This is an optimization exercise on Yosys and OpenROAD, whose aim is small area and a short achievable clock period, not a production implementation.
The RTL was checked by simulation tests, not by an equivalence proof against the original design.

## epilogue_unit
module epilogue_unit (
    input  wire        clk,
    input  wire        rst,           
    input  wire        in_valid,
    input  wire [31:0] in_y,          
    input  wire [15:0] in_sc,         
    input  wire [15:0] in_sx,         
    input  wire [31:0] in_bias,       
    input  wire        in_bias_fp16,  
    input  wire        in_null,       
    input  wire        in_relu,       
    input  wire [3:0]  in_fmt,        
    output wire        out_valid,
    output wire [31:0] out_data,      
    output wire [2:0]  out_flags      
);
For scale: roughly 7100 cells after synthesis, ~500 flip-flops, roughly 140 I/O pins, about 50000 um2 of cells after synthesis.
export LEC_CHECK = 0
export ABC_AREA = 1
export CAP_MARGIN = 30
export CORE_MARGIN = 2
export CORE_UTILIZATION = 40
export SLEW_MARGIN = 65
create_clock -name core_clock -period 30.0 [get_ports {clk}]
standard.sh (not shown) runs the stock make flow with config.mk's settings and CLKGATE_MAP_FILE= SYNTH_SCRIPT=/design/flow/synth_recipe.tcl, a recipe that flattens the netlist after the stock synthesis.
==> flow/flow/run.sh <==
#!/bin/bash
# The standard layout (standard.sh) with two changes after the standard,
# unchanged synthesis:
#  - buffer_ports inserts sky130_fd_sc_hd__buf_2 port buffers instead of the
#    tool's default pick (a slow delay buffer);
#  - placement, CTS and routing repairs may not use the delay cells
#    (clkdlybuf4s*, dlygate4sd*, dlymetal6s*) as wire or slew buffers.
set -euo pipefail
bash standard.sh synth > synth.log 2>&1
export BUFFER_PORTS_ARGS="-buffer_cell sky130_fd_sc_hd__buf_2"
DLY=""
for c in clkdlybuf4s15_1 clkdlybuf4s15_2 clkdlybuf4s18_1 clkdlybuf4s18_2 clkdlybuf4s25_1 \
         clkdlybuf4s25_2 clkdlybuf4s50_1 clkdlybuf4s50_2 dlygate4sd1_1 dlygate4sd2_1 \
         dlygate4sd3_1 dlymetal6s2s_1 dlymetal6s4s_1 dlymetal6s6s_1; do
    DLY="$DLY sky130_fd_sc_hd__$c"
done
export DONT_USE_CELLS="${DLY# }"
bash standard.sh > layout.log 2>&1
The starting point passed the timing, DRC and antenna checks.
Change:
--- a/flow/config.mk
+++ b/flow/config.mk
@@ -9 +9 @@
-export CAP_MARGIN = 30
+export CAP_MARGIN = 60
@@ -11,2 +11,2 @@
-export CORE_UTILIZATION = 40
-export SLEW_MARGIN = 65
+export CORE_UTILIZATION = 55
+export SLEW_MARGIN = 80
=>
- The changed run completed with no timing, DRC or antenna violations
- cell area rose by a few percent
- worst hold slack loses 0.046 ns
- clock skew climbs by 0.019 ns
- routed wire length climbs by a few percent
- register-to-register slack gets better by 0.25 ns
- count of clock-buffer cells in the layout falls by 9
- via count rose by a few percent
- die area shrinks by a quarter to a third
- setup slack barely changes

========
run 1:
epilogue_unit again, from the RTL that the note above started with.
clock: 30.0 ns
lec_check: 0
abc_area: 1
cap_margin: 30
core_margin: 2
core_utilization: 40
cts_cluster_diameter: 170
cts_cluster_size: 26
slew_margin: 65
Scripts as last shown in full above: flow/flow/run.sh
Input-level comparison between run 2 and run 1:
--- a/flow/config.mk
+++ b/flow/config.mk
@@ -7,8 +7,6 @@
 export LEC_CHECK = 0
 export ABC_AREA = 1
-export CAP_MARGIN = 30
+export CAP_MARGIN = 20
 export CORE_MARGIN = 2
 export CORE_UTILIZATION = 40
-export CTS_CLUSTER_DIAMETER = 170
-export CTS_CLUSTER_SIZE = 26
-export SLEW_MARGIN = 65
+export SLEW_MARGIN = 70
==> comparison <==
Delta (run 2 minus run 1): post-synthesis to final-layout area growth went up 3.0 points, slack of the critical path went up 0.050 ns, post-placement worst setup slack went up 0.12 ns. Run 2 vs. run 1: number of slew-limit violations in the final report closely matched the old numbers, met3 usage in global routing climbed 0.40 points. Global router's overall resource usage | run 2 above run 1. Wire length of the first global-routing pass delta (run 2 − run 1): unfavourable. Looking at met1 demand-to-capacity share in global routing across run 1 and run 2, the one that comes out lower is run 2. In run 2 relative to run 1, final instance count without filler cells had gone up slightly.
Input-level comparison between run 3 and run 2:
--- a/flow/config.mk
+++ b/flow/config.mk
@@ -10,3 +10,3 @@
 export CORE_MARGIN = 2
 export CORE_UTILIZATION = 40
-export SLEW_MARGIN = 70
+export SLEW_MARGIN = 20
Results
From run 2 to run 3 the numbers moved as follows: via count neither gained nor lost much, global-route wire length before repair down 0.65%.
For run 4, these inputs were changed with respect to run 3:
--- a/flow/config.mk
+++ b/flow/config.mk
@@ -10,3 +10,3 @@
 export CORE_MARGIN = 2
 export CORE_UTILIZATION = 40
-export SLEW_MARGIN = 20
+export SLEW_MARGIN = 40
==> comparison <==
Transition time of the tightest slew-check pin (run 4 over run 3): decrease, 0.17 ns. All of run 3 and run 4 finish clean. [compare] base=run 3 new=run 4: worst slew slack as a fraction of its limit moved up, final cell count shows no meaningful change, final instance area higher, detail-routed net length per standard cell essentially unchanged. Run 4 against run 3: clock skew shrank by 0.025 ns, utilization grew by 0.19 points. Run 3 and run 4 ended up with nearly the same number of inserted filler cells in the final layout. There was hardly any difference in aggregate routed wire length between run 3 and run 4.

========
== exp/raven ==
Starting RTL as in the previous note.
Settings: LEC_CHECK=0, ABC_AREA=1, CAP_MARGIN=40, CORE_MARGIN=2, CORE_UTILIZATION=40, SLEW_MARGIN=60; clock period 30.0 ns.
Scripts as last shown in full above: flow/flow/run.sh
#### Input delta (exp/maple over exp/raven)
- SLEW_MARGIN changed from 60 to 80
- CAP_MARGIN changed from 40 to 60
Results
- Flip-flop and latch share of the layout cell area for exp/maple is lower than for exp/raven.
- Met1 usage: exp/maple > exp/raven
- exp/maple: all stages complete, timing, DRC and antenna checks passed
- exp/maple against exp/raven: final non-filler cell total went up by about 1.1%, sequential cell area in the final layout went up by 1.2%.
- The higher number of placed instances, taps included of exp/raven and exp/maple is in exp/maple.
- Compared with exp/raven, exp/maple shows non-clock buffer count that has gone up by more than a quarter.
- Comparing the two runs side by side, exp/maple comes out behind exp/raven on detailed-placement wirelength estimate.
Input changes introduced in exp/yarrow (baseline for comparison: exp/maple):
- putting CTS_CLUSTER_DIAMETER at 150 where nothing was set
- swapping 60 for 30 in CAP_MARGIN
- putting CTS_CLUSTER_SIZE at 22 where nothing was set
- swapping 80 for 65 in SLEW_MARGIN
Between exp/maple and exp/yarrow, the flow reports final instance count without filler cells decreasing slightly.
Met3 wirelength from detailed routing, exp/yarrow and exp/maple: higher on exp/yarrow
Between exp/yarrow and exp/maple, it is exp/yarrow whose final critical delay including setup and external delays is higher, by 0.055 ns.
From exp/maple to exp/yarrow the numbers moved as follows: signed area change from the synthesized netlist to the final layout fell by 8.7 points; number of buffers outside the clock class in the layout fell by 89.

what the ideal ports hide:
No port has a modelled driver above. Below, the same layouts with a new extraction and two added sets of constraints. Step 1 assumes that a clkbuf_16 drives the clock port and a buf_2 every other input. Step 2 also shifts input and output timing later by t, the mid clock arrival at the registers, as if the neighbouring blocks saw the same clock. Three values: ideal, step 1, step 2; two values: the first two.
run | t (ns) | slack for setup (ns) | clock arrival spread, ns
the first run of note 1 | 0.714 | 22.860 / 22.785 / 22.879 | 0.063 / 0.063
the second run of note 1 | 0.719 | 22.863 / 22.786 / 23.065 | 0.092 / 0.092
run 1 | 0.703 | 22.821 / 22.747 / 22.858 | 0.034 / 0.034
run 2 | 0.711 | 22.871 / 22.798 / 22.988 | 0.088 / 0.087
run 3 | 0.707 | 22.746 / 22.746 / 22.554 | 0.066 / 0.065
run 4 | 0.742 | 22.768 / 22.734 / 22.607 | 0.043 / 0.043
exp/raven | 0.720 | 22.810 / 22.743 / 22.881 | 0.062 / 0.062
exp/maple | 0.718 | 22.877 / 22.803 / 22.844 | 0.074 / 0.073
exp/yarrow | 0.714 | 22.822 / 22.749 / 22.858 | 0.031 / 0.031
After both steps setup and hold are still met in every run listed. For run 3, which loses most, drivers alone change the setup slack by 0.000 ns; drivers and shift together by -0.192 ns.
